What follows belongs to an exercise in optimizing a design on an open flow for small area, a short achievable clock period and few clock cycles per item; a production flow would make more cautious choices.
Function was checked by simulation only, so behaviour that the tests miss may differ from the original.
Power figures rest on the tool's default switching activity, not on a simulated workload.

<file path="flow/config.mk">
export PLATFORM = sky130hd
export DESIGN_NAME = zw_ixu
export DESIGN_NICKNAME = zw_ixu
export VERILOG_FILES = /design/flow/design.v
export SDC_FILE = /design/flow/constraint.sdc
export NUM_CORES = 4
export LEC_CHECK = 0
export ABC_AREA = 1
export CAP_MARGIN = 30
export CORE_MARGIN = 2
export CORE_UTILIZATION = 40
export SLEW_MARGIN = 20
</file>
<file path="flow/constraint.sdc">
create_clock -name core_clock -period 14.0 [get_ports {clk}]
set_input_delay 2.8000 -clock core_clock [delete_from_list [all_inputs] [get_ports {clk}]]
set_output_delay 2.8000 -clock core_clock [all_outputs]
set_load 0.01 [all_outputs]
</file>
<file path="flow/design.v">
module zw_ixu (
    input  wire        clk,
    input  wire        rst,
    input  wire        in_valid,
    output wire        in_ready,
    input  wire [4:0]  in_op,
    input  wire [31:0] in_a,
    input  wire [31:0] in_b,
    output reg         out_valid,
    output reg  [31:0] out_result,
    output reg  [1:0]  out_flags
);
    localparam OP_ADD    = 5'd0,  OP_SUB    = 5'd1,  OP_AND   = 5'd2,  OP_OR    = 5'd3;
    localparam OP_XOR    = 5'd4,  OP_SLL    = 5'd5,  OP_SRL   = 5'd6,  OP_SRA   = 5'd7;
    localparam OP_MIN    = 5'd8,  OP_MAX    = 5'd9,  OP_MINU  = 5'd10, OP_MAXU  = 5'd11;
    localparam OP_MUL    = 5'd12, OP_MULH   = 5'd13, OP_DIV   = 5'd14, OP_DIVU  = 5'd15;
    localparam OP_ADDS   = 5'd16, OP_SUBS   = 5'd17, OP_NEGS  = 5'd18, OP_ABSS  = 5'd19;
    localparam OP_SLLS   = 5'd20, OP_MULQ31 = 5'd21, OP_MULQ16 = 5'd22;
    localparam OP_DIVQ31 = 5'd23, OP_DIVQ16 = 5'd24;
    localparam [31:0] MAXPOS = 32'h7FFF_FFFF;
    localparam [31:0] MAXNEG = 32'h8000_0000;
    wire i_add   = (in_op == OP_ADD)  || (in_op == OP_SUB);
    wire i_and   = (in_op == OP_AND);
    wire i_or    = (in_op == OP_OR);
    wire i_log   = (in_op == OP_AND)  || (in_op == OP_OR) || (in_op == OP_XOR);
    wire i_shl   = (in_op == OP_SLL);
    wire i_shr   = (in_op == OP_SRL)  || (in_op == OP_SRA);
    wire i_sra   = (in_op == OP_SRA);
    wire i_mm    = (in_op == OP_MIN)  || (in_op == OP_MAX) || (in_op == OP_MINU) || (in_op == OP_MAXU);
    wire i_mmmax = (in_op == OP_MAX)  || (in_op == OP_MAXU);
    wire i_mmsgn = (in_op == OP_MIN)  || (in_op == OP_MAX);
    wire i_sat   = (in_op == OP_ADDS) || (in_op == OP_SUBS) || (in_op == OP_NEGS) || (in_op == OP_ABSS);
    wire i_slls  = (in_op == OP_SLLS);
    wire i_sub   = (in_op == OP_SUB)  || (in_op == OP_SUBS);
    wire i_nega  = (in_op == OP_NEGS) || ((in_op == OP_ABSS) && in_a[31]);
    wire i_abspos = (in_op == OP_ABSS) && !in_a[31];
    wire i_mul   = (in_op == OP_MUL)  || (in_op == OP_MULH) || (in_op == OP_MULQ31) || (in_op == OP_MULQ16);
    wire i_div   = (in_op == OP_DIV)  || (in_op == OP_DIVU) || (in_op == OP_DIVQ31) || (in_op == OP_DIVQ16);
    reg        rdy_q;        
    reg        v1;           
    reg        st_mul;       
    reg        st_d2;        
    reg        st_dit;       
    reg        st_fin;       
    reg [4:0]  op_q;
    reg        c_add, c_and, c_or, c_log, c_shl, c_shr, c_sra, c_mm, c_mmmax, c_mmsgn;
    reg        c_sat, c_slls, c_sub, c_nega, c_abspos, c_mul, c_div;
    reg [31:0] a_q, b_q;     
    reg [33:0] b3_q;         
    reg [33:0] p_q;          
    reg [31:0] d_q;          
    reg [1:0]  cy_q;         
    reg [5:0]  la_q, lb_q;   
    reg [4:0]  cnt;          
    reg        qneg_q;       
    reg        azero_q, bzero_q, asign_q;
    assign in_ready = rdy_q;
    wire [31:0] a = a_q;
    wire [31:0] b = b_q;
    wire [4:0]  n = b[4:0];
    wire [31:0] add_x  = c_nega ? 32'd0 : a;
    wire [31:0] add_y  = c_sub ? ~b : c_nega ? ~a : c_abspos ? 32'd0 : b;
    wire        add_ci = c_sub | c_nega;
    wire [31:0] add_s  = add_x + add_y + {31'd0, add_ci};
    wire        add_ovf = (add_x[31] == add_y[31]) && (add_s[31] != add_x[31]);
    wire        add_sat = c_sat & add_ovf;
    wire [31:0] arith_res = add_sat ? (add_x[31] ? MAXNEG : MAXPOS) : add_s;
    wire        lt_u   = a < b;
    wire        lt     = (c_mmsgn && (a[31] ^ b[31])) ? a[31] : lt_u;
    wire [31:0] mm_res = (lt ^ c_mmmax) ? a : b;
    function [31:0] rev32;
        input [31:0] x;
        integer i;
        begin
            for (i = 0; i < 32; i = i + 1)
                rev32[i] = x[31 - i];
        end
    endfunction
    wire        sh_fill = c_sra & a[31];
    wire [31:0] sh_x0 = c_shr ? rev32(a) : a;
    wire [31:0] sh_x1 = n[0] ? {sh_x0[30:0], sh_fill}      : sh_x0;
    wire [31:0] sh_x2 = n[1] ? {sh_x1[29:0], {2{sh_fill}}}  : sh_x1;
    wire [31:0] sh_x3 = n[2] ? {sh_x2[27:0], {4{sh_fill}}}  : sh_x2;
    wire [31:0] sh_x4 = n[3] ? {sh_x3[23:0], {8{sh_fill}}}  : sh_x3;
    wire [31:0] sh_x5 = n[4] ? {sh_x4[15:0], {16{sh_fill}}} : sh_x4;
    wire [31:0] sh_res = c_shr ? rev32(sh_x5) : sh_x5;
    wire [31:0] slls_mask = ~(32'h7FFF_FFFF >> n);
    wire        slls_fit  = ((a ^ {32{a[31]}}) & slls_mask) == 32'd0;
    wire [31:0] slls_res  = slls_fit ? sh_res : (a[31] ? MAXNEG : MAXPOS);
    wire [31:0] log_res = c_and ? (a & b) : c_or ? (a | b) : (a ^ b);
    wire        first = !st_mul;           
    wire [1:0]  mgrp  = first ? 2'd0 : cnt[1:0];
    wire [32:0] b_ext = {b, 1'b0};
    reg  [8:0]  mb;
    always @(*) begin
        case (mgrp)
            2'd0: mb = b_ext[8:0];
            2'd1: mb = b_ext[16:8];
            2'd2: mb = b_ext[24:16];
            default: mb = b_ext[32:24];
        endcase
    end
    wire [33:0] a34 = {{2{a[31]}}, a};
    function [33:0] booth_pp;    
        input [2:0]  bits;       
        input [33:0] m;
        reg one, two, neg;
        reg [33:0] r;
        begin
            one = bits[0] ^ bits[1];
            two = (bits[2] & ~bits[1] & ~bits[0]) | (~bits[2] & bits[1] & bits[0]);
            neg = bits[2];
            r   = ((one ? m : 34'd0) | (two ? {m[32:0], 1'b0} : 34'd0)) ^ {34{neg}};
            booth_pp = {~r[33], r[32:0]};
        end
    endfunction
    wire [33:0] pp0 = booth_pp(mb[2:0], a34);
    wire [33:0] pp1 = booth_pp(mb[4:2], a34);
    wire [33:0] pp2 = booth_pp(mb[6:4], a34);
    wire [33:0] pp3 = booth_pp(mb[8:6], a34);
    wire [33:0] rnd_init = (op_q == OP_MULQ31) ? (34'd1 << 30) :
                           (op_q == OP_MULQ16) ? (34'd1 << 15) : 34'd0;
    wire [33:0] acc_s = first ? rnd_init : p_q;
    wire [33:0] acc_c = first ? 34'd0 : b3_q;
    wire [1:0]  acc_y = first ? 2'd0 : cy_q;
    wire [41:0] o0 = {8'd0, acc_s};
    wire [41:0] o1 = {8'd0, acc_c};
    wire [41:0] o2 = {8'd0, pp0};
    wire [41:0] o3 = {6'd0, pp1, 1'b0, mb[2]};
    wire [41:0] o4 = {4'd0, pp2, 1'b0, mb[4], acc_y[1], acc_y[0]};
    wire [41:0] o5 = {2'd0, pp3, 1'b0, mb[6], 4'd0};
    wire [41:0] s1 = o0 ^ o1 ^ o2;
    wire [41:0] k1 = {(o0 & o1 | o0 & o2 | o1 & o2), 1'b0};
    wire [41:0] s2 = o3 ^ o4 ^ o5;
    wire [41:0] k2 = {(o3 & o4 | o3 & o5 | o4 & o5), 1'b0};
    wire [41:0] s3 = s1 ^ k1 ^ s2;
    wire [41:0] k3 = {(s1 & k1 | s1 & s2 | k1 & s2), 1'b0};
    wire [41:0] s4 = s3 ^ k3 ^ k2;
    wire [41:0] k4 = {(s3 & k3 | s3 & k2 | k3 & k2), 1'b0};
    wire [9:0]  mlow = {2'b00, s4[7:0]} + {2'b00, k4[7:0]} + {3'b000, mb[8], 6'd0};
    wire [31:0] mh = p_q[31:0] + b3_q[31:0] + {30'd0, cy_q} + 32'h5555_5556;
    wire        q31_fit = (mh[31] == mh[30]);
    wire        q16_fit = (mh[31:15] == 17'd0) || (mh[31:15] == 17'h1FFFF);
    reg  [31:0] mul_res;
    reg         mul_sat;
    always @(*) begin
        mul_sat = 1'b0;
        case (op_q)
            OP_MUL:  mul_res = d_q;
            OP_MULH: mul_res = mh;
            OP_MULQ31: begin
                mul_res = q31_fit ? {mh[30:0], d_q[31]} : (mh[31] ? MAXNEG : MAXPOS);
                mul_sat = !q31_fit;
            end
            default: begin
                mul_res = q16_fit ? {mh[15:0], d_q[31:16]} : (mh[31] ? MAXNEG : MAXPOS);
                mul_sat = !q16_fit;
            end
        endcase
    end
    function [5:0] lzc32;    
        input [31:0] x;
        integer i;
        reg found;
        begin
            lzc32 = 6'd32;
            found = 1'b0;
            for (i = 31; i >= 0; i = i - 1)
                if (!found && x[i]) begin
                    lzc32 = 6'd31 - i[5:0];
                    found = 1'b1;
                end
        end
    endfunction
    function ones_then_zeros;
        input [31:0] x;
        begin
            ones_then_zeros = x[31] && ((~x[31:1] & x[30:0]) == 31'd0);
        end
    endfunction
    wire        dv_signed = (op_q != OP_DIVU);
    wire        neg_a = dv_signed & a[31];
    wire        neg_b = dv_signed & b[31];
    wire [31:0] xa = a ^ {32{neg_a}};
    wire [31:0] xb = b ^ {32{neg_b}};
    wire [31:0] mag_a = xa + {31'd0, neg_a};
    wire [31:0] mag_b = xb + {31'd0, neg_b};
    wire [33:0] mag_b3 = {2'b00, xb} + {1'b0, xb, 1'b0} + {32'd0, neg_b, neg_b};
    wire [5:0]  lz_a = lzc32(xa) - {5'd0, neg_a & ones_then_zeros(a)};
    wire [5:0]  lz_b = lzc32(xb) - {5'd0, neg_b & ones_then_zeros(b)};
    wire        dq31 = (op_q == OP_DIVQ31);
    wire        dq16 = (op_q == OP_DIVQ16);
    wire        dqop = dq31 | dq16;
    wire [6:0]  dv_s = dq31 ? 7'd31 : dq16 ? 7'd16 : 7'd0;
    wire [6:0]  kk = {1'b0, lb_q} + dv_s + 7'd33 - {1'b0, la_q};
    wire        k_odd  = kk[0];
    wire        k_none = azero_q || (kk <= 7'd32);              
    wire        k_big  = (kk >= 7'd65);                         
    wire [6:0]  k_pairs = (kk - 7'd31) >> 1;                    
    wire [31:0] a_norm = a << la_q[4:0];
    wire [31:0] b_norm = b << lb_q[4:0];
    wire [33:0] b3_norm = b3_q << lb_q[4:0];
    wire [63:0] num0 = k_odd ? {2'b00, a_norm, 30'd0} : {1'b0, a_norm, 31'd0};
    wire        dv_sat_early = dqop & k_big;
    wire [31:0] divz_val = !dv_signed ? (azero_q ? 32'd0 : 32'hFFFF_FFFF) :
                           asign_q ? MAXNEG : azero_q ? 32'd0 : MAXPOS;
    wire [33:0] trial = {p_q[31:0], d_q[31:30]};
    wire [34:0] t1 = {1'b0, trial} - {3'b000, b};
    wire [34:0] t2 = {1'b0, trial} - {2'b00, b, 1'b0};
    wire [34:0] t3 = {1'b0, trial} - {1'b0, b3_q};
    wire [1:0]  qd = !t3[34] ? 2'd3 : !t2[34] ? 2'd2 : !t1[34] ? 2'd1 : 2'd0;
    wire [31:0] rem_n = !t3[34] ? t3[31:0] : !t2[34] ? t2[31:0] : !t1[34] ? t1[31:0] : trial[31:0];
    wire [31:0] dq_neg = 32'd0 - d_q;
    wire        dq_sat = dqop & d_q[31] & (!qneg_q | (d_q[30:0] != 31'd0)) & !bzero_q;
    reg  [31:0] div_res;
    reg  [1:0]  div_fl;
    always @(*) begin
        if (bzero_q) begin
            div_res = d_q;
            div_fl  = 2'b10;
        end else if (dq_sat) begin
            div_res = qneg_q ? MAXNEG : MAXPOS;
            div_fl  = 2'b01;
        end else begin
            div_res = qneg_q ? dq_neg : d_q;
            div_fl  = 2'b00;
        end
    end
    wire        one_simple = v1 & !c_mul & !c_div;
    reg  [31:0] res_n;
    reg  [1:0]  fl_n;
    always @(*) begin
        res_n = ({32{c_add | c_sat}} & arith_res) |
                ({32{c_log}}  & log_res)  |
                ({32{c_shl | c_shr}} & sh_res) |
                ({32{c_slls}} & slls_res) |
                ({32{c_mm}}   & mm_res);
        fl_n  = {1'b0, add_sat | (c_slls & !slls_fit)};
        if (st_fin) begin
            res_n = c_mul ? mul_res : div_res;
            fl_n  = c_mul ? {1'b0, mul_sat} : div_fl;
        end
    end
    wire take = in_valid & rdy_q;
    wire d1   = v1 & c_div;        
    wire m0   = v1 & c_mul;        
    always @(posedge clk) begin
        if (rdy_q) begin
            op_q  <= in_op;
            c_add <= i_add;  c_and <= i_and;  c_or  <= i_or;   c_log <= i_log;
            c_shl <= i_shl;  c_shr <= i_shr;  c_sra <= i_sra;  c_mm  <= i_mm;
            c_mmmax <= i_mmmax;  c_mmsgn <= i_mmsgn;  c_sat <= i_sat;  c_slls <= i_slls;
            c_sub <= i_sub;  c_nega <= i_nega;  c_abspos <= i_abspos;
            c_mul <= i_mul;  c_div <= i_div;
        end
        if (rdy_q)
            a_q <= in_a;
        else if (d1)
            a_q <= mag_a;
        if (rdy_q)
            b_q <= in_b;
        else if (d1)
            b_q <= mag_b;
        else if (st_d2)
            b_q <= b_norm;
        out_result <= res_n;
        out_flags  <= fl_n;
        if (d1) begin
            la_q    <= lz_a;
            lb_q    <= lz_b;
            qneg_q  <= neg_a ^ neg_b;
            azero_q <= (a == 32'd0);
            bzero_q <= (b == 32'd0);
            asign_q <= a[31];
        end
        if (m0 || st_mul) begin
            p_q  <= s4[41:8];
            b3_q <= k4[41:8];
            cy_q <= mlow[9:8];
            d_q  <= {mlow[7:0], d_q[31:8]};
            cnt  <= mgrp + 2'd1;
        end else if (d1) begin
            b3_q <= mag_b3;
        end else if (st_d2) begin
            b3_q <= b3_norm;
            p_q  <= {2'b00, num0[63:32]};
            cnt  <= k_pairs[4:0];
            if (bzero_q)
                d_q <= divz_val;
            else if (k_none || dv_sat_early)
                d_q <= dv_sat_early ? 32'hFFFF_FFFF : 32'd0;
            else
                d_q <= num0[31:0];
        end else if (st_dit) begin
            p_q <= {2'b00, rem_n};
            d_q <= {d_q[29:0], qd};
            cnt <= cnt - 5'd1;
        end
        if (rst) begin
            rdy_q     <= 1'b1;
            v1        <= 1'b0;
            st_mul    <= 1'b0;
            st_d2     <= 1'b0;
            st_dit    <= 1'b0;
            st_fin    <= 1'b0;
            out_valid <= 1'b0;
        end else begin
            v1        <= take;
            out_valid <= (one_simple & !st_fin) | st_fin;
            st_fin    <= 1'b0;
            if (take)
                rdy_q <= !(i_mul | i_div);
            if (m0) begin
                st_mul <= 1'b1;
            end else if (st_mul && cnt[1:0] == 2'd3) begin
                st_mul <= 1'b0;
                st_fin <= 1'b1;
                rdy_q  <= 1'b1;
            end
            if (d1)
                st_d2 <= 1'b1;
            if (st_d2) begin
                st_d2 <= 1'b0;
                if (bzero_q || k_none || dv_sat_early) begin
                    st_fin <= 1'b1;
                    rdy_q  <= 1'b1;
                end else begin
                    st_dit <= 1'b1;
                end
            end
            if (st_dit && cnt == 5'd1) begin
                st_dit <= 1'b0;
                st_fin <= 1'b1;
                rdy_q  <= 1'b1;
            end
        end
    end
endmodule
</file>
<file path="flow/run.sh">
#!/bin/bash
# synth_recipe.tcl (not shown) runs the flow's synth.tcl, then flattens the netlist and writes it again
# the make line also repeats each setting of config.mk as NAME=value (left out here)
make -C /OpenROAD-flow-scripts/flow DESIGN_CONFIG=/design/flow/config.mk WORK_HOME=/design/flow/orfs CLKGATE_MAP_FILE= SYNTH_SCRIPT=/design/flow/synth_recipe.tcl finish
</file>
==> flow_metrics.py <==
metrics = {
    "timing": {
        "tightest_slew_ns": 1.20,
        "setup-tns-final_ns": 0,
        "slew_headroom_pct": 19.2,
        "slew_violations": 0,
        "final.period_utilization_pct": 50.1,
        "max_freq_mhz": 143,
        "grt_setup_unrepaired": "false",
        "period_minus_slack_ns": 7.02,
        "final-hold-violation-count": 0,
        "setup-violations-final": 0,
        "setup_ws_ns": 6.98,
        "skew_ns": 0.0615,
    },
    "global_route": {
        "grt_antenna_before_repair": 6,
        "grt_pass1_vias": 47600,
        "globalRouteTotalUtil_pct": 38.2,
        "grt_start_max_net_pins": 98,
        "grt_overflow": 0,
        "grt_pass1_wl_um": 330000,
    },
    "clock_tree": {
        "tritoncts": "yes",
        "ctsHoldBuffers": 0,
        "cts_inserted_buffers": 38,
        "path_clk_slew_ns": 0.06,
        "cts_root_buffer": "clkbuf_16",
        "clockBufferDepth": 3,
        "clock_latency_ns": 0.64,
        "cts_sinks": 248,
        "htreeDepth": 2,
        "ctsResizeCount": 0,
        "cts_setup_buffers": 0,
    },
    "hold_path": {
        "min_to": "out_valid",
        "worstHoldStart": "v1",
        "hp-class": "reg2reg",
        "min_path_cells": 2,
    },
    "route": {
        "wl_per_cell_um": 27.7,
        "drt_iter0_drc": 6674,
        "viasPerCell": 6.16,
        "drt_wl_total_um": 233000,
        "vias": 51900,
        "drt_pass1_iterations": 8,
        "drc_errors": 0,
        "ant_nets": 0,
    },
    "floorplan": {
        "die_area_um2": 118000,
        "die_height_um": 344,
        "ios": 108,
        "die_w_um": 344,
        "coreArea_um2": 114000,
        "row_count": 124,
        "start_util_pct": 40.3,
    },
    "yosys": {
        "ys_ff_latch": 248,
        "ys_async_sr_fraction_pct": 0,
        "ys.flop_type": "edfxtp_1",
        "ys_warn_count": 1,
        "syn-instance-count": 6958,
        "yosysUniqueCellTypes": 73,
        "synth.avg_cell_area_um2": 6.63,
        "synth_edf_count": 207,
        "syn_area_um2": 46100,
        "syn-num-nets": 7563,
        "ys_seq_area_share_pct": 15.3,
    },
    "placement": {
        "gp_congestion": 1.04,
        "dp_slack_ns": 7.17,
        "numPortBuffers": 107,
        "hpwl_um": 180000,
    },
    "critical_path": {
        "worstReg2RegEnd": "cy_q[0]",
        "cp.required_ns": 14.36,
        "endpoint_kind": "register",
        "rr_worst_depth": 24,
        "worstPathMaxFanout": 72,
        "path_class": "reg2reg",
        "arrival_ns": 7.37,
        "timing.rr.start": "st_mul",
        "critPathLaunchType": "register",
        "r2r_setup_slack_ns": 6.98,
    },
    "flow_run": {
        "maxCapViolCount": 0,
    },
    "power": {
        "p_leak_nw": 22.9,
        "p_sw_mw": 4.35,
        "p_seq_share_pct": 14.6,
        "power_switching_share_pct": 56.1,
        "ir_worst_vdd_mv": 0.0957,
        "power.density_nw_per_um2": 154,
        "intPower_mw": 3.40,
        "combPwrFrac_pct": 72.5,
        "power_frac_clock_pct": 13.0,
    },
    "outcome": {
        "status": "complete, no violations",
    },
    "layout": {
        "area_growth_pct": 9.00,
        "layout_common_cells": "nand2_1 (1397), inv_1 (843), o21ai_0 (695), a21oi_1 (591), nor2_1 (535)",
        "final-seq-area_um2": 7040,
        "drive_gt1_share_pct": 5.32,
        "final_common_cell": "nand2_1",
        "multi_input_area_um2": 34200,
        "num-fill-cells": 12100,
        "final_nets": 7475,
    },
}
cells in the mapped netlist (all sizes together) (29+ instances only):
cell | n | area (µm²)
o2111ai | 39 | 342
nor3 | 75 | 402
nand2 | 1407 | 5340
a21oi | 592 | 2960
clkbuf | 327 | 1230
o22ai | 156 | 976
a221oi | 57 | 499
nor4 | 37 | 262
o21ai | 701 | 3510
o211ai | 117 | 878
clkinv | 29 | 109
fa | 143 | 2860
o221ai | 44 | 385
ha | 390 | 4880
dfxtp | 41 | 821
xor2 | 330 | 3080
inv | 866 | 3250
nand4 | 73 | 522
nor2 | 566 | 2220
xnor2 | 79 | 692
a31oi | 64 | 400
edfxtp | 207 | 6220
nand3 | 192 | 976
a211oi | 53 | 398
buf | 80 | 385
mux2i | 100 | 1000
logic make-up after synthesis:
kind of cell / Yosys count / share of synthesized area (%)
buffers and inverters: 1302 / 10.8
xor gates and xnor gates: 409 / 8.17
adders and majority gates: 533 / 16.8
muxes: 100 / 2.17
AOI/OAI and AO/OA: 1974 / 25.1
and+or+nand+nor: 2392 / 21.7
DFF: 248 / 15.3
per-layer routing:
layer	global-route usage (%)	part of all wire (%)	up-vias
met5	0	0.0094	-
met3	9.39	12	614
met1	51.7	41	24600
li1	-	-	23500
met4	19.6	6.2	4
met2	56.3	41	3118
sequential cells by signal, indices dropped and copies added, names as in the netlist, 2 cells and up, named ones only:
| register | count |
|---|---|
| a_q | 31 |
| b3_q | 34 |
| b_q | 32 |
| cnt | 5 |
| cy_q | 2 |
| d_q | 32 |
| la_q | 6 |
| lb_q | 6 |
| op_q | 5 |
| out_flags | 2 |
| out_result | 32 |
| p_q | 32 |
through the flow:
step	power [mW]	hold slack (ns)	instance area (µm²)	util, %	std cells
global route	8.21	0.553	50200	43.9	8411
finish	7.76	0.534	50300	44.0	8420
global placement	6.53	0.516	48800	42.7	8329
detailed placement	6.53	0.520	49000	42.9	8339
floorplan	4.48	0.463	46100	-	6958
CTS	7.56	0.541	50200	43.9	8408
power by group through the flow:
stage | clock [mW] | sequential [mW] | combinational (mW)
6_report | 1.00 | 1.13 | 5.62
5_1_grt | 1.03 | 1.13 | 6.05
4_1_cts | 1.01 | 1.12 | 5.43
3_5_place_dp | 0 | 1.13 | 5.40
3_3_place_gp | 0 | 1.14 | 5.39
2_1_floorplan | 0 | 1.07 | 3.41
area by class of cell:
class                           count  share of cell area [%]
Antenna cell                        9                  0.0448
Multi-Input combinational cell   5408                    68.1
Clock buffer                       49                    2.01
Tap cell                         1512                    3.76
Timing Repair Buffer              279                    4.95
Clock inverter                     20                   0.408
Sequential cell                   248                    14.0
Inverter                          895                    6.68
critical path, stage by stage (launching register included):
cell      delay [ns]
dfxtp_2         0.31
buf_4           0.65
nand2_1         0.24
inv_1           0.19
ha_1            0.17
clkinv_1        0.23
o22ai_1         0.29
o22ai_4         0.09
buf_4           0.32
or2_2           0.38
nand2_1         0.06
nand2_1         0.37
o22ai_1         0.29
xor2_1          0.13
fa_1            0.54
inv_1           0.07
fa_1            0.56
fa_1            0.45
fa_1            0.48
ha_1            0.28
inv_1           0.09
nor2_1          0.06
o21ai_0         0.16
nand2_1         0.08
xor2_1          0.14
worst max-delay path by stage:
| stage | start | to | slack [ns] | cells past startpoint |
|---|---|---|---|---|
| after floorplan | st_mul | cy_q[0] | 8.16 | 22 |
| after global placement | st_mul | cy_q[0] | 6.74 | 24 |
| after detailed placement | st_mul | cy_q[0] | 7.17 | 24 |
| after global routing | st_mul | cy_q[0] | 6.66 | 24 |
| after CTS | st_mul | cy_q[0] | 7.16 | 24 |
| final | st_mul | cy_q[0] | 6.98 | 24 |
Testbench counts, summed over its fixed seeds: cycles 33,657, items 12,000.

[separate check: timing with driven ports]
Ports are ideal in the flow. The routed layout listed here was re-timed in OpenROAD. Step 1 sets driving cells, clkbuf_16 on the clock port and buf_2 on the other inputs (assumed; they add their load-dependent delay and slew). Step 2 adds t to the input delays and takes it off the output delays; t is the mean of the earliest and latest rising clock arrival at the registers after step 1. Input paths then give back, and output paths get back, about the clock's delay inside the block. Slacks: no drivers / after step 1 / after step 2; pairs: no drivers / after step 1.
shift t [ns]: 0.682
setup WS [ns]: 6.985 / 6.985 / 6.985
slew at the worst register clock pin (ns): 0.07 / 0.07
worst data-port slew with drivers (ns): 0.04
cell pins on the clock port's net: 1
After both steps this run still meets setup and hold. For this run, drivers alone change the setup slack by 0.000 ns; drivers and shift together by 0.000 ns.
